Source: an optimization exercise on an open RTL-to-GDS flow (aim: small area and a short achievable clock period). Production flows keep margins and buffers that such runs may drop.
The RTL was checked by simulation tests, not by an equivalence proof against the original design.

===== flow/design.v =====
function automatic [6:0] gf_mul(input [6:0] a, input [6:0] b);
    reg [6:0] acc;
    reg [6:0] sh;
    integer i;
    begin
        acc = 7'd0;
        sh  = a;
        for (i = 0; i < 7; i = i + 1) begin
            if (b[i])
                acc = acc ^ sh;
            sh = {sh[5:0], 1'b0} ^ (sh[6] ? 7'b0001001 : 7'b0000000);
        end
        gf_mul = acc;
    end
endfunction
localparam [128*7-1:0] INV3 = {
    7'h0d, 7'h74, 7'h30, 7'h3c, 7'h68, 7'h1b, 7'h76, 7'h0f,
    7'h54, 7'h7e, 7'h4a, 7'h3f, 7'h06, 7'h29, 7'h43, 7'h23,
    7'h66, 7'h2a, 7'h14, 7'h09, 7'h3b, 7'h61, 7'h37, 7'h4d,
    7'h4e, 7'h6c, 7'h69, 7'h59, 7'h2b, 7'h5e, 7'h70, 7'h39,
    7'h34, 7'h6b, 7'h1d, 7'h45, 7'h71, 7'h25, 7'h5c, 7'h7d,
    7'h6a, 7'h22, 7'h27, 7'h19, 7'h46, 7'h4b, 7'h10, 7'h5f,
    7'h36, 7'h72, 7'h6d, 7'h32, 7'h0e, 7'h62, 7'h16, 7'h79,
    7'h6f, 7'h3d, 7'h49, 7'h08, 7'h1c, 7'h20, 7'h1a, 7'h5b,
    7'h1f, 7'h7b, 7'h51, 7'h78, 7'h4f, 7'h63, 7'h5a, 7'h0a,
    7'h42, 7'h48, 7'h3e, 7'h4c, 7'h56, 7'h65, 7'h5d, 7'h53,
    7'h6e, 7'h0c, 7'h3a, 7'h57, 7'h02, 7'h41, 7'h7c, 7'h55,
    7'h2f, 7'h0b, 7'h26, 7'h77, 7'h73, 7'h40, 7'h12, 7'h75,
    7'h67, 7'h7f, 7'h2e, 7'h50, 7'h64, 7'h44, 7'h1e, 7'h35,
    7'h60, 7'h15, 7'h2c, 7'h05, 7'h58, 7'h07, 7'h24, 7'h17,
    7'h47, 7'h2d, 7'h04, 7'h33, 7'h21, 7'h28, 7'h38, 7'h31,
    7'h7a, 7'h03, 7'h52, 7'h13, 7'h18, 7'h11, 7'h01, 7'h00
};
function automatic [6:0] gf_inv3(input [6:0] a);
    begin
        gf_inv3 = INV3[7*a +: 7];
    end
endfunction
localparam [127:0] VALID = 128'h341efc53e5ef0f6366edbbb9ab551f7e;
function automatic gf_valid(input [6:0] a);
    begin
        gf_valid = VALID[a];
    end
endfunction
function automatic [6:0] gf_halftrace(input [6:0] c);
    begin
        gf_halftrace[0] = 1'b0;
        gf_halftrace[1] = c[2] ^ c[3] ^ c[4] ^ c[6];
        gf_halftrace[2] = c[3] ^ c[4] ^ c[6];
        gf_halftrace[3] = c[5] ^ c[6];
        gf_halftrace[4] = c[1] ^ c[2] ^ c[4];
        gf_halftrace[5] = c[3] ^ c[5] ^ c[6];
        gf_halftrace[6] = c[3] ^ c[6];
    end
endfunction
function automatic gf_trace(input [6:0] c);
    begin
        gf_trace = c[0];
    end
endfunction
module dec79_enc (
    input  wire [63:0] data,
    output wire [78:0] word
);
    assign word[63:0] = data;
    wire x0, x1, x2, x3, x4, x5, x6, x7, x8, x9, x10, x11, x12, x13, x14, x15, x16, x17, x18, x19, x20, x21, x22, x23, x24, x25, x26, x27, x28, x29, x30, x31, x32, x33, x34, x35, x36, x37, x38, x39, x40, x41, x42, x43, x44, x45, x46, x47, x48, x49, x50, x51, x52, x53, x54, x55, x56, x57, x58, x59, x60, x61, x62, x63, x64, x65, x66, x67, x68, x69, x70, x71, x72, x73, x74, x75, x76, x77, x78, x79, x80, x81, x82, x83, x84, x85, x86, x87, x88, x89, x90, x91, x92, x93, x94, x95, x96, x97, x98, x99, x100, x101, x102, x103, x104, x105, x106, x107, x108, x109, x110, x111, x112, x113, x114, x115, x116, x117, x118, x119, x120, x121, x122, x123, x124, x125, x126, x127, x128, x129, x130, x131, x132, x133, x134, x135, x136, x137, x138, x139, x140, x141, x142, x143, x144, x145, x146, x147, x148, x149, x150, x151, x152, x153, x154, x155, x156, x157, x158, x159, x160, x161, x162, x163, x164, x165, x166, x167, x168, x169, x170, x171, x172, x173, x174, x175, x176, x177, x178, x179, x180, x181, x182, x183, x184, x185, x186, x187, x188, x189, x190, x191, x192, x193, x194, x195, x196, x197, x198, x199, x200, x201, x202, x203, x204, x205, x206, x207, x208, x209, x210, x211, x212, x213, x214, x215, x216, x217, x218, x219, x220, x221, x222, x223, x224;
    assign x0 = data[27] ^ data[43];
    assign x1 = data[3] ^ data[14];
    assign x2 = data[30] ^ data[47];
    assign x3 = data[22] ^ data[23];
    assign x4 = data[13] ^ data[46];
    assign x5 = data[25] ^ data[26];
    assign x6 = data[0] ^ data[17];
    assign x7 = data[31] ^ data[50];
    assign x8 = data[37] ^ data[62];
    assign x9 = data[4] ^ data[32];
    assign x10 = data[38] ^ data[63];
    assign x11 = data[2] ^ data[24];
    assign x12 = data[5] ^ data[33];
    assign x13 = data[9] ^ data[29];
    assign x14 = data[18] ^ data[44];
    assign x15 = data[6] ^ data[61];
    assign x16 = data[1] ^ data[54];
    assign x17 = data[58] ^ x0;
    assign x18 = data[60] ^ x12;
    assign x19 = x2 ^ x5;
    assign x20 = data[56] ^ x1;
    assign x21 = data[11] ^ data[57];
    assign x22 = data[12] ^ data[45];
    assign x23 = data[10] ^ data[48];
    assign x24 = data[28] ^ data[42];
    assign x25 = data[39] ^ x3;
    assign x26 = data[40] ^ x11;
    assign x27 = data[49] ^ x8;
    assign x28 = data[53] ^ x7;
    assign x29 = x6 ^ x13;
    assign x30 = data[41] ^ x4;
    assign x31 = data[7] ^ data[35];
    assign x32 = data[20] ^ data[59];
    assign x33 = data[55] ^ x21;
    assign x34 = x9 ^ x24;
    assign x35 = data[19] ^ x15;
    assign x36 = data[21] ^ x10;
    assign x37 = x22 ^ x23;
    assign x38 = x17 ^ x18;
    assign x39 = x20 ^ x25;
    assign x40 = x14 ^ x19;
    assign x41 = data[8] ^ data[52];
    assign x42 = data[34] ^ data[59];
    assign x43 = data[61] ^ x16;
    assign x44 = data[16] ^ x32;
    assign x45 = x30 ^ x33;
    assign x46 = data[15] ^ x26;
    assign x47 = data[51] ^ x29;
    assign x48 = data[55] ^ x39;
    assign x49 = data[29] ^ x38;
    assign x50 = data[5] ^ data[36];
    assign x51 = data[14] ^ data[39];
    assign x52 = data[7] ^ data[36];
    assign x53 = data[31] ^ data[51];
    assign x54 = data[1] ^ data[4];
    assign x55 = data[13] ^ data[47];
    assign x56 = data[12] ^ data[44];
    assign x57 = data[10] ^ data[23];
    assign x58 = data[11] ^ data[63];
    assign x59 = data[34] ^ data[41];
    assign x60 = data[30] ^ data[45];
    assign x61 = data[15] ^ data[48];
    assign x62 = data[38] ^ x31;
    assign x63 = data[24] ^ x9;
    assign x64 = x0 ^ x61;
    assign x65 = x7 ^ x59;
    assign x66 = data[22] ^ x4;
    assign x67 = x11 ^ x15;
    assign x68 = data[50] ^ x14;
    assign x69 = data[0] ^ x3;
    assign x70 = data[28] ^ x42;
    assign x71 = x50 ^ x58;
    assign x72 = x41 ^ x55;
    assign x73 = data[53] ^ x51;
    assign x74 = data[25] ^ x10;
    assign x75 = x31 ^ x53;
    assign x76 = data[17] ^ x34;
    assign x77 = x27 ^ x28;
    assign x78 = x16 ^ x36;
    assign x79 = data[2] ^ x37;
    assign x80 = x17 ^ x35;
    assign x81 = data[8] ^ x35;
    assign x82 = x44 ^ x56;
    assign x83 = x28 ^ x34;
    assign x84 = x30 ^ x63;
    assign x85 = data[43] ^ x29;
    assign x86 = data[40] ^ x43;
    assign x87 = x45 ^ x46;
    assign x88 = x8 ^ x40;
    assign x89 = data[62] ^ x40;
    assign x90 = data[52] ^ x47;
    assign x91 = data[32] ^ x49;
    assign x92 = data[37] ^ data[57];
    assign x93 = x12 ^ x60;
    assign x94 = x92 ^ x64;
    assign x95 = x66 ^ x68;
    assign x96 = x70 ^ x73;
    assign x97 = x93 ^ x47;
    assign x98 = x81 ^ x94;
    assign x99 = x95 ^ x96;
    assign x100 = x97 ^ x98;
    assign x101 = x99 ^ x100;
    assign x102 = data[57] ^ x6;
    assign x103 = x23 ^ x25;
    assign x104 = x44 ^ x62;
    assign x105 = x72 ^ x102;
    assign x106 = x38 ^ x77;
    assign x107 = x86 ^ x103;
    assign x108 = x104 ^ x105;
    assign x109 = x106 ^ x107;
    assign x110 = x108 ^ x109;
    assign x111 = data[19] ^ data[36];
    assign x112 = x60 ^ x111;
    assign x113 = x27 ^ x69;
    assign x114 = x112 ^ x78;
    assign x115 = x113 ^ x87;
    assign x116 = x114 ^ x91;
    assign x117 = x115 ^ x116;
    assign x118 = data[1] ^ data[33];
    assign x119 = data[37] ^ data[46];
    assign x120 = data[58] ^ x2;
    assign x121 = x24 ^ x118;
    assign x122 = x119 ^ x65;
    assign x123 = x67 ^ x74;
    assign x124 = x120 ^ x121;
    assign x125 = x82 ^ x122;
    assign x126 = x123 ^ x124;
    assign x127 = x48 ^ x125;
    assign x128 = x126 ^ x127;
    assign x129 = data[9] ^ data[21];
    assign x130 = data[27] ^ data[46];
    assign x131 = x129 ^ x130;
    assign x132 = x18 ^ x20;
    assign x133 = x26 ^ x62;
    assign x134 = x69 ^ x131;
    assign x135 = x81 ^ x83;
    assign x136 = x132 ^ x133;
    assign x137 = x134 ^ x88;
    assign x138 = x135 ^ x136;
    assign x139 = x137 ^ x138;
    assign x140 = x1 ^ x6;
    assign x141 = x10 ^ x16;
    assign x142 = x32 ^ x52;
    assign x143 = x57 ^ x28;
    assign x144 = x140 ^ x141;
    assign x145 = x142 ^ x84;
    assign x146 = x143 ^ x144;
    assign x147 = x88 ^ x145;
    assign x148 = x146 ^ x147;
    assign x149 = data[44] ^ data[60];
    assign x150 = x42 ^ x149;
    assign x151 = x19 ^ x33;
    assign x152 = x66 ^ x67;
    assign x153 = x150 ^ x78;
    assign x154 = x83 ^ x85;
    assign x155 = x151 ^ x152;
    assign x156 = x153 ^ x154;
    assign x157 = x155 ^ x156;
    assign x158 = x43 ^ x75;
    assign x159 = x79 ^ x158;
    assign x160 = x48 ^ x89;
    assign x161 = x159 ^ x91;
    assign x162 = x160 ^ x161;
    assign x163 = data[18] ^ data[26];
    assign x164 = data[43] ^ x9;
    assign x165 = x163 ^ x26;
    assign x166 = x71 ^ x164;
    assign x167 = x77 ^ x165;
    assign x168 = x166 ^ x48;
    assign x169 = x90 ^ x167;
    assign x170 = x168 ^ x169;
    assign x171 = x41 ^ x37;
    assign x172 = x70 ^ x74;
    assign x173 = x39 ^ x84;
    assign x174 = x85 ^ x86;
    assign x175 = x171 ^ x172;
    assign x176 = x173 ^ x174;
    assign x177 = x175 ^ x176;
    assign x178 = data[35] ^ data[42];
    assign x179 = data[49] ^ x13;
    assign x180 = x54 ^ x57;
    assign x181 = x178 ^ x18;
    assign x182 = x73 ^ x179;
    assign x183 = x180 ^ x181;
    assign x184 = x182 ^ x87;
    assign x185 = x89 ^ x183;
    assign x186 = x184 ^ x185;
    assign x187 = data[16] ^ data[42];
    assign x188 = data[54] ^ x187;
    assign x189 = x19 ^ x20;
    assign x190 = x37 ^ x65;
    assign x191 = x71 ^ x188;
    assign x192 = x46 ^ x80;
    assign x193 = x189 ^ x190;
    assign x194 = x191 ^ x192;
    assign x195 = x193 ^ x194;
    assign x196 = data[3] ^ data[6];
    assign x197 = x5 ^ x196;
    assign x198 = x27 ^ x64;
    assign x199 = x75 ^ x197;
    assign x200 = x45 ^ x76;
    assign x201 = x82 ^ x198;
    assign x202 = x199 ^ x200;
    assign x203 = x201 ^ x202;
    assign x204 = data[14] ^ data[16];
    assign x205 = data[26] ^ data[49];
    assign x206 = data[56] ^ x22;
    assign x207 = x52 ^ x204;
    assign x208 = x205 ^ x36;
    assign x209 = x68 ^ x72;
    assign x210 = x206 ^ x207;
    assign x211 = x76 ^ x208;
    assign x212 = x209 ^ x210;
    assign x213 = x49 ^ x211;
    assign x214 = x212 ^ x213;
    assign x215 = data[7] ^ data[20];
    assign x216 = data[33] ^ x1;
    assign x217 = x21 ^ x54;
    assign x218 = x215 ^ x27;
    assign x219 = x36 ^ x216;
    assign x220 = x217 ^ x79;
    assign x221 = x80 ^ x218;
    assign x222 = x219 ^ x90;
    assign x223 = x220 ^ x221;
    assign x224 = x222 ^ x223;
    assign word[64] = x101;
    assign word[65] = x110;
    assign word[66] = x117;
    assign word[67] = x128;
    assign word[68] = x139;
    assign word[69] = x148;
    assign word[70] = x157;
    assign word[71] = x162;
    assign word[72] = x170;
    assign word[73] = x177;
    assign word[74] = x186;
    assign word[75] = x195;
    assign word[76] = x203;
    assign word[77] = x214;
    assign word[78] = x224;
endmodule
module dec79_syn (
    input  wire [78:0] word,
    output wire [6:0]  s1,
    output wire [6:0]  s3,
    output wire        par
);
    wire y0, y1, y2, y3, y4, y5, y6, y7, y8, y9, y10, y11, y12, y13, y14, y15, y16, y17, y18, y19, y20, y21, y22, y23, y24, y25, y26, y27, y28, y29, y30, y31, y32, y33, y34, y35, y36, y37, y38, y39, y40, y41, y42, y43, y44, y45, y46, y47, y48, y49, y50, y51, y52, y53, y54, y55, y56, y57, y58, y59, y60, y61, y62, y63, y64, y65, y66, y67, y68, y69, y70, y71, y72, y73, y74, y75, y76, y77, y78, y79, y80, y81, y82, y83, y84, y85, y86, y87, y88, y89, y90, y91, y92, y93, y94, y95, y96, y97, y98, y99, y100, y101, y102, y103, y104, y105, y106, y107, y108, y109, y110, y111, y112, y113, y114, y115, y116, y117, y118, y119, y120, y121, y122, y123, y124, y125, y126, y127, y128, y129, y130, y131, y132, y133, y134, y135, y136, y137, y138, y139, y140, y141, y142, y143, y144, y145, y146, y147, y148, y149, y150, y151, y152, y153, y154, y155, y156, y157, y158, y159, y160, y161, y162, y163, y164, y165, y166, y167, y168, y169, y170, y171, y172, y173, y174, y175, y176, y177, y178, y179, y180, y181, y182, y183, y184, y185, y186, y187, y188, y189, y190, y191, y192, y193, y194, y195, y196, y197, y198, y199, y200, y201, y202, y203, y204, y205, y206, y207, y208, y209, y210, y211, y212, y213, y214, y215, y216, y217, y218, y219, y220, y221, y222, y223, y224, y225, y226, y227, y228, y229, y230, y231, y232, y233, y234, y235, y236, y237, y238, y239, y240, y241, y242, y243, y244, y245, y246, y247, y248, y249, y250, y251, y252, y253, y254, y255, y256, y257, y258;
    assign y0 = word[10] ^ word[61];
    assign y1 = word[44] ^ word[58];
    assign y2 = word[11] ^ word[62];
    assign y3 = word[19] ^ word[47];
    assign y4 = word[46] ^ word[60];
    assign y5 = word[13] ^ word[42];
    assign y6 = word[9] ^ word[36];
    assign y7 = word[24] ^ word[37];
    assign y8 = word[5] ^ word[53];
    assign y9 = word[45] ^ word[59];
    assign y10 = word[16] ^ word[23];
    assign y11 = word[41] ^ y1;
    assign y12 = word[25] ^ word[72];
    assign y13 = word[12] ^ word[38];
    assign y14 = word[14] ^ word[43];
    assign y15 = word[6] ^ word[54];
    assign y16 = word[3] ^ word[26];
    assign y17 = word[7] ^ word[55];
    assign y18 = word[18] ^ y0;
    assign y19 = word[73] ^ y3;
    assign y20 = word[35] ^ y10;
    assign y21 = word[1] ^ y7;
    assign y22 = y2 ^ y9;
    assign y23 = word[71] ^ y6;
    assign y24 = word[32] ^ word[57];
    assign y25 = word[34] ^ word[39];
    assign y26 = word[17] ^ word[63];
    assign y27 = word[15] ^ word[22];
    assign y28 = word[4] ^ word[52];
    assign y29 = y5 ^ y24;
    assign y30 = word[28] ^ y13;
    assign y31 = word[2] ^ y12;
    assign y32 = word[31] ^ y11;
    assign y33 = word[48] ^ y19;
    assign y34 = word[33] ^ word[56];
    assign y35 = word[20] ^ word[74];
    assign y36 = word[40] ^ word[77];
    assign y37 = word[8] ^ word[27];
    assign y38 = y4 ^ y8;
    assign y39 = y15 ^ y28;
    assign y40 = y16 ^ y17;
    assign y41 = word[29] ^ y25;
    assign y42 = word[75] ^ y23;
    assign y43 = word[0] ^ y20;
    assign y44 = y21 ^ y26;
    assign y45 = word[21] ^ y14;
    assign y46 = word[49] ^ y35;
    assign y47 = word[76] ^ y27;
    assign y48 = y18 ^ y31;
    assign y49 = word[51] ^ y30;
    assign y50 = word[30] ^ y38;
    assign y51 = y22 ^ y37;
    assign y52 = word[38] ^ word[50];
    assign y53 = word[70] ^ y36;
    assign y54 = word[68] ^ y29;
    assign y55 = word[69] ^ y40;
    assign y56 = y39 ^ y41;
    assign y57 = word[67] ^ y46;
    assign y58 = y34 ^ y49;
    assign y59 = y42 ^ y44;
    assign y60 = y32 ^ y53;
    assign y61 = y43 ^ y50;
    assign y62 = y33 ^ y48;
    assign y63 = word[0] ^ word[32];
    assign y64 = word[27] ^ word[52];
    assign y65 = word[36] ^ word[56];
    assign y66 = word[41] ^ word[64];
    assign y67 = word[3] ^ word[51];
    assign y68 = word[25] ^ word[63];
    assign y69 = word[2] ^ word[43];
    assign y70 = word[47] ^ word[62];
    assign y71 = word[33] ^ word[61];
    assign y72 = word[50] ^ word[65];
    assign y73 = y4 ^ y64;
    assign y74 = y0 ^ y8;
    assign y75 = word[37] ^ y52;
    assign y76 = word[26] ^ y5;
    assign y77 = word[24] ^ y16;
    assign y78 = word[12] ^ y27;
    assign y79 = word[57] ^ y2;
    assign y80 = word[76] ^ y34;
    assign y81 = word[9] ^ y68;
    assign y82 = y14 ^ y66;
    assign y83 = y36 ^ y47;
    assign y84 = y23 ^ y39;
    assign y85 = word[4] ^ y21;
    assign y86 = y18 ^ y69;
    assign y87 = y31 ^ y45;
    assign y88 = word[69] ^ y22;
    assign y89 = word[11] ^ y11;
    assign y90 = word[66] ^ y47;
    assign y91 = word[39] ^ y74;
    assign y92 = y29 ^ y40;
    assign y93 = word[77] ^ y41;
    assign y94 = word[60] ^ y56;
    assign y95 = y33 ^ y93;
    assign y96 = y15 ^ y44;
    assign y97 = y75 ^ y86;
    assign y98 = y42 ^ y57;
    assign y99 = word[40] ^ y51;
    assign y100 = y55 ^ y89;
    assign y101 = word[5] ^ y87;
    assign y102 = y43 ^ y65;
    assign y103 = y51 ^ y90;
    assign y104 = y32 ^ y91;
    assign y105 = y58 ^ y62;
    assign y106 = y59 ^ y61;
    assign y107 = y54 ^ y60;
    assign y108 = y103 ^ y105;
    assign y109 = word[28] ^ word[48];
    assign y110 = word[61] ^ y17;
    assign y111 = y109 ^ y29;
    assign y112 = y82 ^ y110;
    assign y113 = y111 ^ y112;
    assign y114 = y99 ^ y113;
    assign y115 = y106 ^ y114;
    assign y116 = word[8] ^ word[15];
    assign y117 = word[29] ^ word[42];
    assign y118 = word[49] ^ word[65];
    assign y119 = y4 ^ y6;
    assign y120 = y14 ^ y70;
    assign y121 = y116 ^ y117;
    assign y122 = y118 ^ y30;
    assign y123 = y80 ^ y119;
    assign y124 = y120 ^ y121;
    assign y125 = y32 ^ y48;
    assign y126 = y122 ^ y123;
    assign y127 = y124 ^ y96;
    assign y128 = y125 ^ y126;
    assign y129 = y127 ^ y128;
    assign y130 = word[15] ^ word[16];
    assign y131 = word[30] ^ word[44];
    assign y132 = word[66] ^ y130;
    assign y133 = y131 ^ y22;
    assign y134 = y81 ^ y132;
    assign y135 = y92 ^ y133;
    assign y136 = y134 ^ y95;
    assign y137 = y97 ^ y135;
    assign y138 = y136 ^ y137;
    assign y139 = word[19] ^ word[23];
    assign y140 = word[59] ^ y139;
    assign y141 = y140 ^ y85;
    assign y142 = y92 ^ y58;
    assign y143 = y98 ^ y104;
    assign y144 = y141 ^ y142;
    assign y145 = y143 ^ y144;
    assign y146 = word[10] ^ word[20];
    assign y147 = word[58] ^ word[75];
    assign y148 = y7 ^ y52;
    assign y149 = y146 ^ y147;
    assign y150 = y80 ^ y148;
    assign y151 = y149 ^ y54;
    assign y152 = y150 ^ y94;
    assign y153 = y99 ^ y101;
    assign y154 = y151 ^ y152;
    assign y155 = y153 ^ y154;
    assign y156 = word[6] ^ word[35];
    assign y157 = word[57] ^ word[59];
    assign y158 = word[73] ^ y25;
    assign y159 = y71 ^ y156;
    assign y160 = y157 ^ y45;
    assign y161 = y81 ^ y158;
    assign y162 = y159 ^ y49;
    assign y163 = y50 ^ y83;
    assign y164 = y160 ^ y161;
    assign y165 = y100 ^ y162;
    assign y166 = y163 ^ y164;
    assign y167 = y165 ^ y166;
    assign y168 = word[7] ^ word[74];
    assign y169 = y0 ^ y9;
    assign y170 = y37 ^ y70;
    assign y171 = y168 ^ y76;
    assign y172 = y78 ^ y169;
    assign y173 = y170 ^ y171;
    assign y174 = y172 ^ y60;
    assign y175 = y94 ^ y102;
    assign y176 = y173 ^ y174;
    assign y177 = y175 ^ y176;
    assign y178 = word[17] ^ word[22];
    assign y179 = word[42] ^ word[58];
    assign y180 = y8 ^ y63;
    assign y181 = y71 ^ y178;
    assign y182 = y179 ^ y46;
    assign y183 = y77 ^ y82;
    assign y184 = y180 ^ y181;
    assign y185 = y33 ^ y84;
    assign y186 = y88 ^ y182;
    assign y187 = y183 ^ y184;
    assign y188 = y185 ^ y186;
    assign y189 = y187 ^ y188;
    assign y190 = word[20] ^ word[68];
    assign y191 = word[72] ^ word[77];
    assign y192 = y3 ^ y13;
    assign y193 = y17 ^ y67;
    assign y194 = y190 ^ y191;
    assign y195 = y192 ^ y193;
    assign y196 = y194 ^ y88;
    assign y197 = y195 ^ y96;
    assign y198 = y102 ^ y104;
    assign y199 = y196 ^ y197;
    assign y200 = y198 ^ y199;
    assign y201 = word[13] ^ word[54];
    assign y202 = y10 ^ y26;
    assign y203 = y201 ^ y30;
    assign y204 = y73 ^ y77;
    assign y205 = y79 ^ y202;
    assign y206 = y203 ^ y204;
    assign y207 = y205 ^ y95;
    assign y208 = y98 ^ y101;
    assign y209 = y206 ^ y207;
    assign y210 = y208 ^ y209;
    assign y211 = word[14] ^ word[21];
    assign y212 = word[23] ^ word[34];
    assign y213 = word[45] ^ word[70];
    assign y214 = y12 ^ y63;
    assign y215 = y72 ^ y211;
    assign y216 = y212 ^ y213;
    assign y217 = y18 ^ y19;
    assign y218 = y73 ^ y78;
    assign y219 = y214 ^ y215;
    assign y220 = y216 ^ y217;
    assign y221 = y218 ^ y219;
    assign y222 = y59 ^ y100;
    assign y223 = y220 ^ y221;
    assign y224 = y222 ^ y223;
    assign y225 = word[8] ^ word[21];
    assign y226 = y28 ^ y67;
    assign y227 = y225 ^ y20;
    assign y228 = y38 ^ y226;
    assign y229 = y227 ^ y228;
    assign y230 = y62 ^ y229;
    assign y231 = y107 ^ y230;
    assign y232 = word[19] ^ word[34];
    assign y233 = word[55] ^ word[67];
    assign y234 = word[68] ^ y1;
    assign y235 = y232 ^ y233;
    assign y236 = y79 ^ y234;
    assign y237 = y235 ^ y83;
    assign y238 = y84 ^ y236;
    assign y239 = y61 ^ y97;
    assign y240 = y237 ^ y238;
    assign y241 = y239 ^ y240;
    assign y242 = word[46] ^ word[53];
    assign y243 = word[70] ^ word[71];
    assign y244 = y35 ^ y242;
    assign y245 = y243 ^ y20;
    assign y246 = y76 ^ y244;
    assign y247 = y85 ^ y245;
    assign y248 = y246 ^ y247;
    assign y249 = y248 ^ y108;
    assign y250 = word[64] ^ word[78];
    assign y251 = y72 ^ y250;
    assign y252 = y45 ^ y251;
    assign y253 = y55 ^ y56;
    assign y254 = y57 ^ y252;
    assign y255 = y253 ^ y254;
    assign y256 = y106 ^ y107;
    assign y257 = y255 ^ y108;
    assign y258 = y256 ^ y257;
    assign s1[0] = y115;
    assign s1[1] = y129;
    assign s1[2] = y138;
    assign s1[3] = y145;
    assign s1[4] = y155;
    assign s1[5] = y167;
    assign s1[6] = y177;
    assign s3[0] = y189;
    assign s3[1] = y200;
    assign s3[2] = y210;
    assign s3[3] = y224;
    assign s3[4] = y231;
    assign s3[5] = y241;
    assign s3[6] = y249;
    assign par = y258;
endmodule
module dec79_loc (
    input  wire [6:0] s1,
    input  wire [6:0] cp,          
    input  wire       par,
    input  wire       s1z,         
    input  wire       s3z,         
    output wire [6:0] x1,
    output wire [6:0] x2,
    output wire       ps,          
    output wire       pd,          
    output wire       z            
);
function automatic [6:0] gf_mul(input [6:0] a, input [6:0] b);
    reg [6:0] acc;
    reg [6:0] sh;
    integer i;
    begin
        acc = 7'd0;
        sh  = a;
        for (i = 0; i < 7; i = i + 1) begin
            if (b[i])
                acc = acc ^ sh;
            sh = {sh[5:0], 1'b0} ^ (sh[6] ? 7'b0001001 : 7'b0000000);
        end
        gf_mul = acc;
    end
endfunction
localparam [128*7-1:0] INV3 = {
    7'h0d, 7'h74, 7'h30, 7'h3c, 7'h68, 7'h1b, 7'h76, 7'h0f,
    7'h54, 7'h7e, 7'h4a, 7'h3f, 7'h06, 7'h29, 7'h43, 7'h23,
    7'h66, 7'h2a, 7'h14, 7'h09, 7'h3b, 7'h61, 7'h37, 7'h4d,
    7'h4e, 7'h6c, 7'h69, 7'h59, 7'h2b, 7'h5e, 7'h70, 7'h39,
    7'h34, 7'h6b, 7'h1d, 7'h45, 7'h71, 7'h25, 7'h5c, 7'h7d,
    7'h6a, 7'h22, 7'h27, 7'h19, 7'h46, 7'h4b, 7'h10, 7'h5f,
    7'h36, 7'h72, 7'h6d, 7'h32, 7'h0e, 7'h62, 7'h16, 7'h79,
    7'h6f, 7'h3d, 7'h49, 7'h08, 7'h1c, 7'h20, 7'h1a, 7'h5b,
    7'h1f, 7'h7b, 7'h51, 7'h78, 7'h4f, 7'h63, 7'h5a, 7'h0a,
    7'h42, 7'h48, 7'h3e, 7'h4c, 7'h56, 7'h65, 7'h5d, 7'h53,
    7'h6e, 7'h0c, 7'h3a, 7'h57, 7'h02, 7'h41, 7'h7c, 7'h55,
    7'h2f, 7'h0b, 7'h26, 7'h77, 7'h73, 7'h40, 7'h12, 7'h75,
    7'h67, 7'h7f, 7'h2e, 7'h50, 7'h64, 7'h44, 7'h1e, 7'h35,
    7'h60, 7'h15, 7'h2c, 7'h05, 7'h58, 7'h07, 7'h24, 7'h17,
    7'h47, 7'h2d, 7'h04, 7'h33, 7'h21, 7'h28, 7'h38, 7'h31,
    7'h7a, 7'h03, 7'h52, 7'h13, 7'h18, 7'h11, 7'h01, 7'h00
};
function automatic [6:0] gf_inv3(input [6:0] a);
    begin
        gf_inv3 = INV3[7*a +: 7];
    end
endfunction
localparam [127:0] VALID = 128'h341efc53e5ef0f6366edbbb9ab551f7e;
function automatic gf_valid(input [6:0] a);
    begin
        gf_valid = VALID[a];
    end
endfunction
function automatic [6:0] gf_halftrace(input [6:0] c);
    begin
        gf_halftrace[0] = 1'b0;
        gf_halftrace[1] = c[2] ^ c[3] ^ c[4] ^ c[6];
        gf_halftrace[2] = c[3] ^ c[4] ^ c[6];
        gf_halftrace[3] = c[5] ^ c[6];
        gf_halftrace[4] = c[1] ^ c[2] ^ c[4];
        gf_halftrace[5] = c[3] ^ c[5] ^ c[6];
        gf_halftrace[6] = c[3] ^ c[6];
    end
endfunction
function automatic gf_trace(input [6:0] c);
    begin
        gf_trace = c[0];
    end
endfunction
    wire [6:0] c      = cp ^ 7'd1;
    wire       single = (cp == 7'd1);
    wire       troot  = ~gf_trace(c);
    wire [6:0] y0     = gf_halftrace(c);
    assign x1  = gf_mul(s1, y0);
    assign x2  = x1 ^ s1;
    assign ps  = ~s1z & single;
    assign pd  = ~s1z & ~single & troot & ~par;
    assign z   = s1z & s3z;
endmodule
module dec79_flg (
    input  wire [6:0] x1,
    input  wire [6:0] x2,
    input  wire       ps,
    input  wire       pd,
    input  wire       z,
    input  wire       par,
    output wire       e1,          
    output wire       e2,          
    output wire       f78,         
    output wire [1:0] nfix,
    output wire       uncorr
);
function automatic [6:0] gf_mul(input [6:0] a, input [6:0] b);
    reg [6:0] acc;
    reg [6:0] sh;
    integer i;
    begin
        acc = 7'd0;
        sh  = a;
        for (i = 0; i < 7; i = i + 1) begin
            if (b[i])
                acc = acc ^ sh;
            sh = {sh[5:0], 1'b0} ^ (sh[6] ? 7'b0001001 : 7'b0000000);
        end
        gf_mul = acc;
    end
endfunction
localparam [128*7-1:0] INV3 = {
    7'h0d, 7'h74, 7'h30, 7'h3c, 7'h68, 7'h1b, 7'h76, 7'h0f,
    7'h54, 7'h7e, 7'h4a, 7'h3f, 7'h06, 7'h29, 7'h43, 7'h23,
    7'h66, 7'h2a, 7'h14, 7'h09, 7'h3b, 7'h61, 7'h37, 7'h4d,
    7'h4e, 7'h6c, 7'h69, 7'h59, 7'h2b, 7'h5e, 7'h70, 7'h39,
    7'h34, 7'h6b, 7'h1d, 7'h45, 7'h71, 7'h25, 7'h5c, 7'h7d,
    7'h6a, 7'h22, 7'h27, 7'h19, 7'h46, 7'h4b, 7'h10, 7'h5f,
    7'h36, 7'h72, 7'h6d, 7'h32, 7'h0e, 7'h62, 7'h16, 7'h79,
    7'h6f, 7'h3d, 7'h49, 7'h08, 7'h1c, 7'h20, 7'h1a, 7'h5b,
    7'h1f, 7'h7b, 7'h51, 7'h78, 7'h4f, 7'h63, 7'h5a, 7'h0a,
    7'h42, 7'h48, 7'h3e, 7'h4c, 7'h56, 7'h65, 7'h5d, 7'h53,
    7'h6e, 7'h0c, 7'h3a, 7'h57, 7'h02, 7'h41, 7'h7c, 7'h55,
    7'h2f, 7'h0b, 7'h26, 7'h77, 7'h73, 7'h40, 7'h12, 7'h75,
    7'h67, 7'h7f, 7'h2e, 7'h50, 7'h64, 7'h44, 7'h1e, 7'h35,
    7'h60, 7'h15, 7'h2c, 7'h05, 7'h58, 7'h07, 7'h24, 7'h17,
    7'h47, 7'h2d, 7'h04, 7'h33, 7'h21, 7'h28, 7'h38, 7'h31,
    7'h7a, 7'h03, 7'h52, 7'h13, 7'h18, 7'h11, 7'h01, 7'h00
};
function automatic [6:0] gf_inv3(input [6:0] a);
    begin
        gf_inv3 = INV3[7*a +: 7];
    end
endfunction
localparam [127:0] VALID = 128'h341efc53e5ef0f6366edbbb9ab551f7e;
function automatic gf_valid(input [6:0] a);
    begin
        gf_valid = VALID[a];
    end
endfunction
function automatic [6:0] gf_halftrace(input [6:0] c);
    begin
        gf_halftrace[0] = 1'b0;
        gf_halftrace[1] = c[2] ^ c[3] ^ c[4] ^ c[6];
        gf_halftrace[2] = c[3] ^ c[4] ^ c[6];
        gf_halftrace[3] = c[5] ^ c[6];
        gf_halftrace[4] = c[1] ^ c[2] ^ c[4];
        gf_halftrace[5] = c[3] ^ c[5] ^ c[6];
        gf_halftrace[6] = c[3] ^ c[6];
    end
endfunction
function automatic gf_trace(input [6:0] c);
    begin
        gf_trace = c[0];
    end
endfunction
    wire v1 = gf_valid(x1);
    wire v2 = gf_valid(x2);
    wire es = ps & v2;
    wire ed = pd & v1 & v2;
    wire p78 = z & par;            
    assign e1     = pd & v2;
    assign e2     = ps | (pd & v1);
    assign f78    = p78 | (es & ~par);
    assign nfix   = {ed | (es & ~par), p78 | (es & par)};
    assign uncorr = ~z & ~(es | ed);
endmodule
module dec79_cor (
    input  wire [77:0] word_in,
    input  wire [6:0]  x1,
    input  wire [6:0]  x2,
    input  wire        e1,
    input  wire        e2,
    output wire [77:0] word_out
);
    reg [7:0]  a1, a2;
    reg [15:0] b1, b2;
    integer i;
    always @(*) begin
        for (i = 0; i < 8; i = i + 1) begin
            a1[i] = e1 & (x1[2:0] == i);
            a2[i] = e2 & (x2[2:0] == i);
        end
        for (i = 0; i < 16; i = i + 1) begin
            b1[i] = (x1[6:3] == i);
            b2[i] = (x2[6:3] == i);
        end
    end
    wire [77:0] flip;
    assign flip[0] = (a1[1] & b1[8]) | (a2[1] & b2[8]);
    assign flip[1] = (a1[3] & b1[1]) | (a2[3] & b2[1]);
    assign flip[2] = (a1[6] & b1[2]) | (a2[6] & b2[2]);
    assign flip[3] = (a1[4] & b1[5]) | (a2[4] & b2[5]);
    assign flip[4] = (a1[0] & b1[11]) | (a2[0] & b2[11]);
    assign flip[5] = (a1[1] & b1[7]) | (a2[1] & b2[7]);
    assign flip[6] = (a1[2] & b1[14]) | (a2[2] & b2[14]);
    assign flip[7] = (a1[5] & b1[13]) | (a2[5] & b2[13]);
    assign flip[8] = (a1[3] & b1[10]) | (a2[3] & b2[10]);
    assign flip[9] = (a1[7] & b1[5]) | (a2[7] & b2[5]);
    assign flip[10] = (a1[6] & b1[11]) | (a2[6] & b2[11]);
    assign flip[11] = (a1[5] & b1[6]) | (a2[5] & b2[6]);
    assign flip[12] = (a1[2] & b1[13]) | (a2[2] & b2[13]);
    assign flip[13] = (a1[5] & b1[11]) | (a2[5] & b2[11]);
    assign flip[14] = (a1[3] & b1[6]) | (a2[3] & b2[6]);
    assign flip[15] = (a1[6] & b1[12]) | (a2[6] & b2[12]);
    assign flip[16] = (a1[5] & b1[8]) | (a2[5] & b2[8]);
    assign flip[17] = (a1[3] & b1[0]) | (a2[3] & b2[0]);
    assign flip[18] = (a1[6] & b1[0]) | (a2[6] & b2[0]);
    assign flip[19] = (a1[4] & b1[1]) | (a2[4] & b2[1]);
    assign flip[20] = (a1[0] & b1[3]) | (a2[0] & b2[3]);
    assign flip[21] = (a1[0] & b1[6]) | (a2[0] & b2[6]);
    assign flip[22] = (a1[0] & b1[12]) | (a2[0] & b2[12]);
    assign flip[23] = (a1[1] & b1[9]) | (a2[1] & b2[9]);
    assign flip[24] = (a1[3] & b1[3]) | (a2[3] & b2[3]);
    assign flip[25] = (a1[6] & b1[6]) | (a2[6] & b2[6]);
    assign flip[26] = (a1[4] & b1[13]) | (a2[4] & b2[13]);
    assign flip[27] = (a1[1] & b1[10]) | (a2[1] & b2[10]);
    assign flip[28] = (a1[3] & b1[5]) | (a2[3] & b2[5]);
    assign flip[29] = (a1[6] & b1[10]) | (a2[6] & b2[10]);
    assign flip[30] = (a1[5] & b1[4]) | (a2[5] & b2[4]);
    assign flip[31] = (a1[2] & b1[9]) | (a2[2] & b2[9]);
    assign flip[32] = (a1[5] & b1[3]) | (a2[5] & b2[3]);
    assign flip[33] = (a1[2] & b1[7]) | (a2[2] & b2[7]);
    assign flip[34] = (a1[4] & b1[14]) | (a2[4] & b2[14]);
    assign flip[35] = (a1[1] & b1[12]) | (a2[1] & b2[12]);
    assign flip[36] = (a1[3] & b1[9]) | (a2[3] & b2[9]);
    assign flip[37] = (a1[7] & b1[3]) | (a2[7] & b2[3]);
    assign flip[38] = (a1[6] & b1[7]) | (a2[6] & b2[7]);
    assign flip[39] = (a1[4] & b1[15]) | (a2[4] & b2[15]);
    assign flip[40] = (a1[1] & b1[14]) | (a2[1] & b2[14]);
    assign flip[41] = (a1[3] & b1[13]) | (a2[3] & b2[13]);
    assign flip[42] = (a1[7] & b1[11]) | (a2[7] & b2[11]);
    assign flip[43] = (a1[7] & b1[6]) | (a2[7] & b2[6]);
    assign flip[44] = (a1[6] & b1[13]) | (a2[6] & b2[13]);
    assign flip[45] = (a1[5] & b1[10]) | (a2[5] & b2[10]);
    assign flip[46] = (a1[3] & b1[4]) | (a2[3] & b2[4]);
    assign flip[47] = (a1[6] & b1[8]) | (a2[6] & b2[8]);
    assign flip[48] = (a1[5] & b1[0]) | (a2[5] & b2[0]);
    assign flip[49] = (a1[2] & b1[1]) | (a2[2] & b2[1]);
    assign flip[50] = (a1[4] & b1[2]) | (a2[4] & b2[2]);
    assign flip[51] = (a1[0] & b1[5]) | (a2[0] & b2[5]);
    assign flip[52] = (a1[0] & b1[10]) | (a2[0] & b2[10]);
    assign flip[53] = (a1[1] & b1[5]) | (a2[1] & b2[5]);
    assign flip[54] = (a1[2] & b1[10]) | (a2[2] & b2[10]);
    assign flip[55] = (a1[5] & b1[5]) | (a2[5] & b2[5]);
    assign flip[56] = (a1[2] & b1[11]) | (a2[2] & b2[11]);
    assign flip[57] = (a1[5] & b1[7]) | (a2[5] & b2[7]);
    assign flip[58] = (a1[2] & b1[15]) | (a2[2] & b2[15]);
    assign flip[59] = (a1[5] & b1[15]) | (a2[5] & b2[15]);
    assign flip[60] = (a1[3] & b1[14]) | (a2[3] & b2[14]);
    assign flip[61] = (a1[7] & b1[13]) | (a2[7] & b2[13]);
    assign flip[62] = (a1[7] & b1[10]) | (a2[7] & b2[10]);
    assign flip[63] = (a1[7] & b1[4]) | (a2[7] & b2[4]);
    assign flip[64] = (a1[1] & b1[0]) | (a2[1] & b2[0]);
    assign flip[65] = (a1[2] & b1[0]) | (a2[2] & b2[0]);
    assign flip[66] = (a1[4] & b1[0]) | (a2[4] & b2[0]);
    assign flip[67] = (a1[0] & b1[1]) | (a2[0] & b2[1]);
    assign flip[68] = (a1[0] & b1[2]) | (a2[0] & b2[2]);
    assign flip[69] = (a1[0] & b1[4]) | (a2[0] & b2[4]);
    assign flip[70] = (a1[0] & b1[8]) | (a2[0] & b2[8]);
    assign flip[71] = (a1[1] & b1[1]) | (a2[1] & b2[1]);
    assign flip[72] = (a1[2] & b1[2]) | (a2[2] & b2[2]);
    assign flip[73] = (a1[4] & b1[4]) | (a2[4] & b2[4]);
    assign flip[74] = (a1[0] & b1[9]) | (a2[0] & b2[9]);
    assign flip[75] = (a1[1] & b1[3]) | (a2[1] & b2[3]);
    assign flip[76] = (a1[2] & b1[6]) | (a2[2] & b2[6]);
    assign flip[77] = (a1[4] & b1[12]) | (a2[4] & b2[12]);
    assign word_out = word_in ^ flip;
endmodule
module dec79_codec (
    input  wire        clk,
    input  wire        rst,             
    input  wire        enc_in_valid,
    input  wire [63:0] enc_in_data,
    output wire        enc_out_valid,
    output wire [78:0] enc_out_word,
    input  wire        dec_in_valid,
    input  wire [78:0] dec_in_word,
    output wire        dec_out_valid,
    output wire [78:0] dec_out_word,
    output wire [1:0]  dec_out_nfix,
    output wire        dec_out_uncorr
);
function automatic [6:0] gf_mul(input [6:0] a, input [6:0] b);
    reg [6:0] acc;
    reg [6:0] sh;
    integer i;
    begin
        acc = 7'd0;
        sh  = a;
        for (i = 0; i < 7; i = i + 1) begin
            if (b[i])
                acc = acc ^ sh;
            sh = {sh[5:0], 1'b0} ^ (sh[6] ? 7'b0001001 : 7'b0000000);
        end
        gf_mul = acc;
    end
endfunction
localparam [128*7-1:0] INV3 = {
    7'h0d, 7'h74, 7'h30, 7'h3c, 7'h68, 7'h1b, 7'h76, 7'h0f,
    7'h54, 7'h7e, 7'h4a, 7'h3f, 7'h06, 7'h29, 7'h43, 7'h23,
    7'h66, 7'h2a, 7'h14, 7'h09, 7'h3b, 7'h61, 7'h37, 7'h4d,
    7'h4e, 7'h6c, 7'h69, 7'h59, 7'h2b, 7'h5e, 7'h70, 7'h39,
    7'h34, 7'h6b, 7'h1d, 7'h45, 7'h71, 7'h25, 7'h5c, 7'h7d,
    7'h6a, 7'h22, 7'h27, 7'h19, 7'h46, 7'h4b, 7'h10, 7'h5f,
    7'h36, 7'h72, 7'h6d, 7'h32, 7'h0e, 7'h62, 7'h16, 7'h79,
    7'h6f, 7'h3d, 7'h49, 7'h08, 7'h1c, 7'h20, 7'h1a, 7'h5b,
    7'h1f, 7'h7b, 7'h51, 7'h78, 7'h4f, 7'h63, 7'h5a, 7'h0a,
    7'h42, 7'h48, 7'h3e, 7'h4c, 7'h56, 7'h65, 7'h5d, 7'h53,
    7'h6e, 7'h0c, 7'h3a, 7'h57, 7'h02, 7'h41, 7'h7c, 7'h55,
    7'h2f, 7'h0b, 7'h26, 7'h77, 7'h73, 7'h40, 7'h12, 7'h75,
    7'h67, 7'h7f, 7'h2e, 7'h50, 7'h64, 7'h44, 7'h1e, 7'h35,
    7'h60, 7'h15, 7'h2c, 7'h05, 7'h58, 7'h07, 7'h24, 7'h17,
    7'h47, 7'h2d, 7'h04, 7'h33, 7'h21, 7'h28, 7'h38, 7'h31,
    7'h7a, 7'h03, 7'h52, 7'h13, 7'h18, 7'h11, 7'h01, 7'h00
};
function automatic [6:0] gf_inv3(input [6:0] a);
    begin
        gf_inv3 = INV3[7*a +: 7];
    end
endfunction
localparam [127:0] VALID = 128'h341efc53e5ef0f6366edbbb9ab551f7e;
function automatic gf_valid(input [6:0] a);
    begin
        gf_valid = VALID[a];
    end
endfunction
function automatic [6:0] gf_halftrace(input [6:0] c);
    begin
        gf_halftrace[0] = 1'b0;
        gf_halftrace[1] = c[2] ^ c[3] ^ c[4] ^ c[6];
        gf_halftrace[2] = c[3] ^ c[4] ^ c[6];
        gf_halftrace[3] = c[5] ^ c[6];
        gf_halftrace[4] = c[1] ^ c[2] ^ c[4];
        gf_halftrace[5] = c[3] ^ c[5] ^ c[6];
        gf_halftrace[6] = c[3] ^ c[6];
    end
endfunction
function automatic gf_trace(input [6:0] c);
    begin
        gf_trace = c[0];
    end
endfunction
    reg [1:0] enc_v;
    reg [2:0] dec_v;
    always @(posedge clk) begin
        if (rst) begin
            enc_v <= 2'd0;
            dec_v <= 3'd0;
        end else begin
            enc_v <= {enc_v, enc_in_valid};
            dec_v <= {dec_v, dec_in_valid};
        end
    end
    assign enc_out_valid = enc_v[1];
    assign dec_out_valid = dec_v[2];
    reg [63:0] enc_d_r0;
    always @(posedge clk) enc_d_r0 <= enc_in_data;
    wire [78:0] enc_word;
    dec79_enc u_enc (.data(enc_d_r0), .word(enc_word));
    reg [78:0] enc_w_r;
    always @(posedge clk) enc_w_r <= enc_word;
    assign enc_out_word = enc_w_r;
    reg  [78:0] word_r0;
    always @(posedge clk) begin
        word_r0 <= dec_in_word;
    end
    wire [6:0] s1, s3;
    wire       par;
    dec79_syn u_syn (.word(word_r0), .s1(s1), .s3(s3), .par(par));
    wire [6:0] q = gf_inv3(s1);
    wire [6:0] cp  = gf_mul(s3, q);
    wire       s1z = (s1 == 7'd0);
    wire       s3z = (s3 == 7'd0);
    reg  [78:0] word_r1;
    reg  [6:0] s1_r1;
    reg        par_r1;
    reg  [6:0] cp_r1;
    reg        s1z_r1;
    reg        s3z_r1;
    always @(posedge clk) begin
        word_r1 <= word_r0;
        s1_r1 <= s1;
        par_r1 <= par;
        cp_r1 <= cp;
        s1z_r1 <= s1z;
        s3z_r1 <= s3z;
    end
    wire [6:0] x1, x2;
    wire       ps, pd, z;
    dec79_loc u_loc (.s1(s1_r1), .cp(cp_r1), .par(par_r1),
                     .s1z(s1z_r1), .s3z(s3z_r1), .x1(x1), .x2(x2),
                     .ps(ps), .pd(pd), .z(z));
    wire       e1, e2, f78, uncorr;
    wire [1:0] nfix;
    dec79_flg u_flg (.x1(x1), .x2(x2), .ps(ps), .pd(pd),
                     .z(z), .par(par_r1), .e1(e1), .e2(e2), .f78(f78),
                     .nfix(nfix), .uncorr(uncorr));
    wire [78:0] wflg = {word_r1[78] ^ f78, word_r1[77:0]};
    wire [77:0] wcor;
    dec79_cor u_cor (.word_in(wflg[77:0]), .x1(x1), .x2(x2),
                     .e1(e1), .e2(e2), .word_out(wcor));
    wire [78:0] wout = {wflg[78], wcor};
    reg  [78:0] wout_r2;
    reg  [1:0] nfix_r2;
    reg        uncorr_r2;
    always @(posedge clk) begin
        wout_r2 <= wout;
        nfix_r2 <= nfix;
        uncorr_r2 <= uncorr;
    end
    assign dec_out_word   = wout_r2;
    assign dec_out_nfix   = nfix_r2;
    assign dec_out_uncorr = uncorr_r2;
endmodule

===== flow/flow/run.sh =====
#!/bin/bash
MARGIN=16.5
W=$PWD
{
  echo "proc abc {args} { set i [lsearch -exact \$args -script]; if {\$i >= 0} { lset args [expr {\$i + 1}] $W/flow/abc.script }; yosys abc {*}\$args }"
  cat synth_recipe.tcl
} > own_synth.tcl
export BUFFER_PORTS_ARGS="-buffer_cell sky130_fd_sc_hd__buf_1"
sed -e "s/SETUP_SLACK_MARGIN=[-0-9.]*/SETUP_SLACK_MARGIN=$MARGIN/" \
    -e "s#SYNTH_SCRIPT=[^ ]*#SYNTH_SCRIPT=$W/own_synth.tcl#" standard.sh > own_standard.sh
bash own_standard.sh > standard.log 2>&1

===== flow/flow/abc.script =====
strash
dch
map -a
mfs
map -a
topo

===== flow/standard.sh =====
#!/bin/bash
# synth_recipe.tcl (not shown) runs the flow's synth.tcl, then flattens the netlist and writes it again
# the make line also repeats each setting of config.mk as NAME=value (left out here)
make -C /OpenROAD-flow-scripts/flow DESIGN_CONFIG=/design/flow/config.mk WORK_HOME=/design/flow/orfs CLKGATE_MAP_FILE= SYNTH_SCRIPT=/design/flow/synth_recipe.tcl "${@:-finish}"

===== flow/config.mk =====
export PLATFORM = sky130hd
export DESIGN_NAME = dec79_codec
export DESIGN_NICKNAME = dec79_codec
export VERILOG_FILES = /design/flow/design.v
export SDC_FILE = /design/flow/constraint.sdc
export NUM_CORES = 4
export LEC_CHECK = 0
export CAP_MARGIN = 20
export CORE_MARGIN = 2
export CORE_UTILIZATION = 55
export CTS_CLUSTER_DIAMETER = 120
export CTS_CLUSTER_SIZE = 24
export PLACE_DENSITY = 0.7
export SETUP_SLACK_MARGIN = 0.4
export SLEW_MARGIN = 20

===== flow/constraint.sdc =====
create_clock -name core_clock -period 22.0 [get_ports {clk}]
set_input_delay 4.4000 -clock core_clock [delete_from_list [all_inputs] [get_ports {clk}]]
set_output_delay 4.4000 -clock core_clock [all_outputs]
set_load 0.01 [all_outputs]

==> impl_metrics.env, run 1 <==
export IMPL_status="no timing/DRC/antenna violations"
export IMPL_min_period_ps=5490
export IMPL_tightestPinTransition_ps=993
export IMPL_clock_root_buffer="clkbuf_16"
export IMPL_synth_top_cell_area_share_pct=47.1
export IMPL_setup_viol=0
export IMPL_crit_fanout=1
export IMPL_clk_latency_ps=550
export IMPL_ff2ff_path_depth=21
export IMPL_crit_path_end_kind="output port"
export IMPL_vias=13500
export IMPL_core_sq_um=30700
export IMPL_grt_pass1_vias=13200
export IMPL_synth_simple_area_share_pct=8.45
export IMPL_criticalPathCategory="flip-flop to output port"
export IMPL_mostFrequentLayoutCell="dfxtp_1"
export IMPL_cts_tree="done"
export IMPL_layout_common_cells="dfxtp_1, xor2_1, buf_1, xnor2_1, nand2_1"
export IMPL_die_w_um=181
export IMPL_portBuffers=309
export IMPL_numCtsBuffers=20
export IMPL_num_fill_cells=2632
export IMPL_dpl_hpwl_mm=42.8
export IMPL_initial_utilization_pct=56.0
export IMPL_rows=64
export IMPL_fin_cells=2485
export IMPL_drt_first_iter_violations=1618
export IMPL_synthToLayoutAreaGrowth_pct=15.7
export IMPL_synth_area_mux_share_pct=0
export IMPL_vias_per_cell=5.44
export IMPL_max_slew_margin_rel_pct=33.3
export IMPL_postCtsHoldBufs=0
export IMPL_dp_cells=2460
export IMPL_tns_ps=0
export IMPL_synthTopCellsByArea="dfxtp_1, xor2_1, xnor2_1"
export IMPL_synth_seq_cells=405
export IMPL_cp_data_required_time_ps=17600
export IMPL_drc=0
export IMPL_clk_path_buf_depth=3
export IMPL_gp_congestion=1.05
export IMPL_post_drt_wl_per_cell_um=21.9
export IMPL_worst_ep_arrival_time_ps=1090
export IMPL_synth_area_per_cell_sq_um=9.85
export IMPL_crit_family="flip-flops"
export IMPL_fin_crit_sh_pct=24.9
export IMPL_design_area_sq_um=19900
export IMPL_rsz0062_at_grt="false"
export IMPL_grt_pass1_wl_mm=79.8
export IMPL_ys_seq_area_share_pct=47.1
export IMPL_wl_mm=54.3
export IMPL_fin_skew_ps=28.8
export IMPL_clkSinkCount=405
export IMPL_grt_max_degree=46
export IMPL_yosysTopAreaCell="dfxtp_1"
export IMPL_max_stage_delay_ps=380
export IMPL_drive_gt1_share_pct=6.47
export IMPL_die_area_sq_um=32800
export IMPL_cts_reportedPaths_clkPinSlew_ps=110
export IMPL_regArea_sq_um=8130
export IMPL_synth_cell_types=30
export IMPL_max_clock_freq_mhz=182
export IMPL_grt_total_usage_pct=32.0
export IMPL_nNetsFinal=2257
export IMPL_synth_nets=1919
export IMPL_ant_nets=0
export IMPL_maxCapViolations=0
export IMPL_h_tree_depth=1
export IMPL_grt_antenna_before_repair=4
export IMPL_grt_overflow_total=0
export IMPL_hold_class="flip-flop to flip-flop"
export IMPL_post_dp_cell_area_sq_um=18900
export IMPL_synth_top_family_by_area="XOR/XNOR gates"
export IMPL_crit_slowest_cell="dfxtp_4"
export IMPL_drt_pass1_iter_count=6
export IMPL_synthAdderAreaFrac_pct=1.67
export IMPL_path_buf_inv=1
export IMPL_worstPathCellList="buf_4"
export IMPL_pin_count=310
export IMPL_ys_warn_count=4
export IMPL_slew_violations=0
export IMPL_path_depth=1
export IMPL_worstSetupStartpointType="flip-flop"
export IMPL_syn_inst=1749
export IMPL_whs_path_depth=0
export IMPL_multi_input_area_sq_um=9120
export IMPL_synth_xor_area_share_pct=32.8
export IMPL_synth_area_sq_um=17200
export IMPL_dieHeight_um=181
export IMPL_hold_viol_final=0
export IMPL_holdWs_ps=352
export IMPL_synth_compound_area_share_pct=7.94
-- flip-flops by register name, summed over array words and instances (netlist names) --
| signal | cells |
|---|---|
| cp_r1 | 7 |
| dec_v | 3 |
| enc_d_r0 | 64 |
| enc_v | 2 |
| enc_w_r | 79 |
| nfix_r2 | 2 |
| par_r1 | 1 |
| s1_r1 | 7 |
| s1z_r1 | 1 |
| s3z_r1 | 1 |
| uncorr_r2 | 1 |
| word_r0 | 79 |
| word_r1 | 79 |
| wout_r2 | 79 |
-- final timing paths --
path / start / to / slack [ps]
max: wout_r2[31] / dec_out_word[31] / 16510
min: word_r0[69] / word_r1[69] / 350
max reg2reg: word_r0[53] / cp_r1[3] / 16560
min reg2reg: word_r0[69] / word_r1[69] / 350
-- cell families after synthesis --
group                      after synthesis
DFF                                    405
buffers and inverters                   94
AOI/OAI and AO/OA                      222
and+or+nand+nor                        359
xor gates and xnor gates               646
adders and majority gates               23
-- cell usage after synthesis --
master,number
a211oi_1,4
a21oi_1,34
a221oi_1,3
a22oi_1,3
a31oi_1,11
a32o_1,1
a32oi_1,2
and2_2,4
clkinv_1,94
dfxtp_1,405
ha_1,23
nand2_1,173
nand3_1,37
nand4_1,4
nor2_1,123
nor3_1,9
nor4_1,1
o2111ai_1,3
o211ai_1,13
o21a_1,1
o21ai_0,50
o221ai_1,6
o22ai_1,81
o311ai_0,5
o31ai_1,4
o41ai_1,1
or2_2,7
or4_2,1
xnor2_1,257
xor2_1,389
-- what timing repair did --
action | 4_1_cts | 5_1_grt
setup endpoints to repair | 100 | 92
gates resized for setup | 63 | 51
pin swaps | 0 | 3
setup buffers | 0 | 1
-- worst reg2reg max path: cells and delay by family, from the launching register on --
kind,cells,cell delay (ps)
AOI/OAI and AO/OA,4,890
adders and majority gates,1,370
buffers and inverters,4,670
DFF,1,510
xor gates and xnor gates,8,2020
and+or+nand+nor,4,850
-- layout make-up --
cell class	count	area share, %
diodes	2	0.0251
clock buffers	21	2.64
clock inverters	1	0.0251
inverters	94	1.88
multi-input cells	1250	45.8
flip-flops and latches	405	40.8
well taps	396	2.49
repair buffers	316	6.35
-- metrics by stage --
| step | utilization [%] | setup slack, ps |
|---|---|---|
| floorplan | - | 16650 |
| global placement | 61.6 | 15490 |
| detailed placement | 61.6 | 15590 |
| CTS | 63.9 | 16500 |
| global route | 64.8 | 16430 |
| finish | 64.8 | 16510 |
-- metal layers --
layer	wire length [um]	up-vias	part of all wire [%]	global-route usage, %
met4	2660	4	4.9	12.7
met5	27	-	0.050	0
met1	22000	6344	41	40.1
met3	3680	160	6.8	4.80
li1	-	6333	-	-
met2	25900	685	48	55.7
==> inputs of run 2 (changes only) <==
==> flow/flow/abc.script (replaced) <==
strash
dch
map -a
mfs
map -a
mfs
map -a
topo
--- a/flow/config.mk
+++ b/flow/config.mk
@@ -9,6 +9,6 @@
 export CORE_MARGIN = 2
-export CORE_UTILIZATION = 55
+export CORE_UTILIZATION = 60
 export CTS_CLUSTER_DIAMETER = 120
 export CTS_CLUSTER_SIZE = 24
-export PLACE_DENSITY = 0.7
+export PLACE_DENSITY = 0.75
 export SETUP_SLACK_MARGIN = 0.4
==> impl_metrics.env, run 2 <==
export IMPL_die_w_um=174
export IMPL_cts_reportedPaths_clkPinSlew_ps=100
export IMPL_grt_max_degree=47
export IMPL_max_clock_freq_mhz=182
export IMPL_nNetsFinal=2283
export IMPL_setup_viol=0
export IMPL_syn_inst=1761
export IMPL_clock_root_buffer="clkbuf_16"
export IMPL_synth_edff_count=0
export IMPL_fin_crit_sh_pct=25.0
export IMPL_path_buf_inv=1
export IMPL_synthTopCellsByArea="dfxtp_1, xor2_1, xnor2_1"
export IMPL_crit_path_end_kind="output port"
export IMPL_grt_pass1_wl_mm=79.2
export IMPL_top_layer="met5"
export IMPL_grt_pass1_vias=13400
export IMPL_clk_latency_ps=560
export IMPL_rows=62
export IMPL_crit_slowest_cell="dfxtp_1"
export IMPL_synth_flop_cell="dfxtp_1"
export IMPL_grt_overflow_total=0
export IMPL_ys_top_cells_by_count="dfxtp_1, xor2_1, xnor2_1"
export IMPL_synth_seq_cells=405
export IMPL_reg2reg_slack_ps=16730
export IMPL_ys_warn_count=4
export IMPL_dr_wl_met3_mm=4.56
export IMPL_ant_nets=0
export IMPL_synthToLayoutAreaGrowth_pct=16.5
export IMPL_drt_first_iter_violations=1892
export IMPL_synth_area_sq_um=17300
export IMPL_die_area_sq_um=30200
export IMPL_synth_cell_types=35
export IMPL_synthAdderAreaFrac_pct=1.66
export IMPL_tightestPinTransition_ps=937
export IMPL_numCtsBuffers=20
export IMPL_met1_length_mm=20.7
export IMPL_fin_cells=2498
export IMPL_min_period_ps=5500
export IMPL_synth_xor_area_share_pct=32.6
export IMPL_vias=13800
export IMPL_drive_gt1_share_pct=7.81
export IMPL_worstPathCellList="buf_1"
export IMPL_crit_family="flip-flops"
export IMPL_max_slew_margin_rel_pct=37.3
export IMPL_dr_wl_met2_mm=25.5
export IMPL_crit_fanout=1
export IMPL_synth_compound_area_share_pct=8.09
export IMPL_synth_most_common_cell="dfxtp_1"
export IMPL_hold_viol_final=0
export IMPL_dieHeight_um=174
export IMPL_mostFrequentLayoutCell="dfxtp_1"
export IMPL_ys_seq_area_share_pct=46.9
export IMPL_synth_simple_area_share_pct=8.80
export IMPL_tns_ps=0
export IMPL_drc=0
export IMPL_pin_count=310
export IMPL_criticalPathCategory="flip-flop to output port"
export IMPL_grt_antenna_before_repair=4
export IMPL_synth_top_family_by_area="XOR/XNOR gates"
export IMPL_max_stage_delay_ps=320
export IMPL_cp_data_required_time_ps=17600
export IMPL_hold_class="flip-flop to flip-flop"
export IMPL_synth_nets=1931
export IMPL_portBuffers=309
export IMPL_grt_total_usage_pct=34.2
export IMPL_fin_skew_ps=32.1
export IMPL_yosysTopAreaCell="dfxtp_1"
export IMPL_clk_path_buf_depth=3
export IMPL_synth_area_mux_share_pct=0
export IMPL_slew_violations=0
export IMPL_maxCapViolations=0
export IMPL_synth_top_cell_area_share_pct=46.9
export IMPL_h_tree_depth=1
export IMPL_layout_common_cells="dfxtp_1, xor2_1, buf_1, xnor2_1, nand2_1"
export IMPL_cts_tree="done"
export IMPL_synth_area_per_cell_sq_um=9.82
export IMPL_async_flop_share_pct=0
export IMPL_dpl_hpwl_mm=42.1
export IMPL_vias_per_cell=5.51
export IMPL_dp_cells=2458
export IMPL_drt_pass1_iter_count=9
export IMPL_gp_congestion=1.05
export IMPL_worst_ep_arrival_time_ps=1100
export IMPL_wl_mm=53.6
export IMPL_status="no timing/DRC/antenna violations"
export IMPL_core_sq_um=28500
export IMPL_post_drt_wl_per_cell_um=21.4
export IMPL_worstSetupStartpointType="flip-flop"
export IMPL_clkSinkCount=405
export IMPL_rsz0062_at_grt="true"
export IMPL_initial_utilization_pct=60.5
[run 2: final cells by class]
| cell class | instances | area (sq um) |
|---|---|---|
| flip-flops and latches | 405 | 8130 |
| clock inverters | 2 | 21.3 |
| clock buffers | 20 | 500 |
| multi-input cells | 1266 | 9300 |
| inverters | 90 | 358 |
| diodes | 1 | 2.50 |
| fillers | 2293 | 8410 |
| repair buffers | 330 | 1340 |
| well taps | 384 | 480 |
[run 2: worst paths after layout]
path,end,start,depth (start not counted)
worst max-delay path,enc_out_word[66],enc_w_r[66],1
worst max register to register,wout_r2[70],cp_r1[2],24
worst min-delay path,enc_w_r[56],enc_d_r0[56],0
worst min register to register,enc_w_r[56],enc_d_r0[56],0
[run 2: repair_timing]
| action | CTS | global route |
|---|---|---|
| setup endpoints to repair | 93 | 96 |
| setup buffers | 0 | 17 |
| pin swaps | 1 | 10 |
| hold buffers | 0 | 0 |
| gates resized for setup | 30 | 94 |
[run 2: metal layers]
metal	vias to the layer above	global-route usage, %
met5	-	0
met4	4	13.8
met3	202	6.03
met2	863	59.1
met1	6323	42.2
li1	6377	-
[run 2: kinds of logic (layout without fill, tap and decap cells)]
kind of cell             count (synthesis)  in the layout
AO/OA/AOI/OAI                          227            227
XOR/XNOR                               643            643
adder cells (fa/ha/maj)                 23             23
buffers and inverters                   90            442
flip-flops                             405            405
other                                    0              1
AND/OR/NAND/NOR                        373            373
[run 2: metrics by stage]
step           hold slack (ps)  worst slack (ps)  util [%]  area [sq um]
6_report                   364             16500      70.5         20100
3_3_place_gp               357             15950      66.4         19000
3_5_place_dp               346             16070      66.4         19000
4_1_cts                    362             16500      68.6         19600
5_1_grt                    368             16400      70.5         20100
2_1_floorplan              338             16740         -         17300
==> inputs of run 3 (changes only) <==
==> flow/flow/abc.script (replaced) <==
strash
&get -n
&deepsyn -T 60
&put
dch
map -a
mfs
map -a
topo
==> impl_metrics.env, run 3 <==
export IMPL_n_antenna_cell=0
export IMPL_crit_family="flip-flops"
export IMPL_ff2ff_path_depth=23
export IMPL_min_period_ps=5470
export IMPL_r2r_end="wout_r2[3]"
export IMPL_crit_path_end_kind="output port"
export IMPL_fin_util_pct=69.5
export IMPL_wl_mm=52.5
export IMPL_max_slew_margin_rel_pct=39.8
export IMPL_drt_pass1_iter_count=6
export IMPL_crit_end="enc_out_word[75]"
export IMPL_setup_viol=0
export IMPL_clkSinkCount=405
export IMPL_multi_input_area_sq_um=9090
export IMPL_cts_tree="done"
export IMPL_status="no timing/DRC/antenna violations"
export IMPL_ys_seq_area_share_pct=46.9
export IMPL_dpl_hpwl_mm=41.2
export IMPL_maxCapViolations=0
export IMPL_synthTopCellsByArea="dfxtp_1, xor2_1, xnor2_1"
export IMPL_grt_pass1_wl_mm=77.7
export IMPL_hold_class="flip-flop to flip-flop"
export IMPL_synth_nets=1945
export IMPL_numCtsBuffers=20
export IMPL_design_area_sq_um=19800
export IMPL_criticalPathCategory="flip-flop to output port"
export IMPL_die_w_um=174
export IMPL_post_drt_wl_per_cell_um=21.0
export IMPL_reg2reg_slack_ps=16700
export IMPL_ys_top_cells_by_count="xor2_1, dfxtp_1, xnor2_1"
export IMPL_grt_pass1_vias=13500
export IMPL_gp_congestion=1.03
export IMPL_grt_antenna_before_repair=2
export IMPL_drc=0
export IMPL_cts_reportedPaths_clkPinSlew_ps=100
export IMPL_grt_total_usage_pct=33.3
export IMPL_synth_edff_count=0
export IMPL_nNetsFinal=2283
export IMPL_clk_path_buf_depth=3
export IMPL_crit_slowest_cell="dfxtp_1"
export IMPL_synth_top_cell_area_share_pct=46.9
export IMPL_synth_area_sq_um=17300
export IMPL_tns_ps=0
export IMPL_layout_common_cells="xor2_1, dfxtp_1, buf_1, xnor2_1, nand2_1"
export IMPL_portBuffers=309
export IMPL_worstPathCellList="buf_1"
export IMPL_cp_data_required_time_ps=17600
export IMPL_rows=62
## run 3: changes by cell type in the layout (fill, tap and decap cells not counted), sizes merged, moves of 4 or more
cell,delta
a211oi,-4
inv,+7
o31ai,+4
clkinv,+6
nand3,-6
o221ai,+4
nand2,+26
xnor2,-30
xor2,+34
o311ai,-4
nor3,-10
buf,-15
o22ai,-13
## run 3: worst min path at each step
stage                 start     endpoint  slack (ps)
5_1_grt        enc_d_r0[58]  enc_w_r[58]         360
3_3_place_gp   enc_d_r0[58]  enc_w_r[58]         350
6_report       enc_d_r0[58]  enc_w_r[58]         360
4_1_cts        enc_d_r0[58]  enc_w_r[58]         360
2_1_floorplan  enc_d_r0[40]  enc_w_r[40]         340
3_5_place_dp   enc_d_r0[58]  enc_w_r[58]         350
## run 3: metal layers
layer	GRT usage [%]	vias up	routed length, um
met5	0	-	11
met4	13.3	2	2450
met3	5.88	179	4430
met2	59.0	834	25600
met1	40.0	6377	20000
li1	-	6346	-
## run 3: area by class of cell
type | instances | area share [%]
flip-flops and latches | 405 | 40.9
repair buffers | 316 | 6.19
inverters | 101 | 2.00
clock buffers | 21 | 2.65
multi-input cells | 1269 | 45.8
well taps | 384 | 2.42
clock inverters | 1 | 0.0252
## run 3: logic make-up (layout without fill, tap and decap cells)
kind of cell | after synthesis | count (layout) | synth area share, %
flip-flops | 405 | 405 | 46.9
AND/OR/NAND/NOR | 386 | 386 | 8.98
adder cells (fa/ha/maj) | 23 | 23 | 1.66
XOR/XNOR | 647 | 647 | 32.8
AO/OA/AOI/OAI | 213 | 213 | 7.52
buffers and inverters | 101 | 439 | 2.19
## run 3: metrics by stage
| stage | worst slack (ps) | hold slack [ps] | cells |
|---|---|---|---|
| global route | 16470 | 363 | 2497 |
| CTS | 16500 | 363 | 2492 |
| finish | 16530 | 364 | 2497 |
| global placement | 15710 | 347 | 2470 |
| detailed placement | 15710 | 351 | 2470 |
| floorplan | 17020 | 338 | 1775 |
## run 3: repair_timing
item,in CTS,in global routing
gates resized for setup,20,54
hold buffers,0,0
pin swaps,0,2
buffers inserted,0,5
setup endpoints to repair,76,85

re-timing with driven ports:
No port has a modelled driver above. Below, the same layouts with a new extraction and two added sets of constraints. Step 1 sets driving cells, clkbuf_16 on the clock port and buf_2 on the other inputs (assumed; they add their load-dependent delay and slew). Step 2 moves the port delays by t, midway between the first and last clock arrival at a register: inputs arrive t later, outputs are due t later. That takes back most of the time a late clock gives input paths. a / b / c = no drivers / after step 1 / after step 2; a / b = the first two.
run	t, ns	slack for setup (ns)	worst hold slack (ns)	worst setup path after step 2	pins driven straight from the clock port
run 1	0.589	16.514 / 16.459 / 16.560	0.352 / 0.352 / 0.352	register to register	1
run 2	0.595	16.505 / 16.453 / 16.729	0.364 / 0.364 / 0.364	register to register	1
run 3	0.595	16.528 / 16.475 / 16.702	0.364 / 0.364 / 0.364	register to register	1
After both steps every run listed still meets setup and hold.
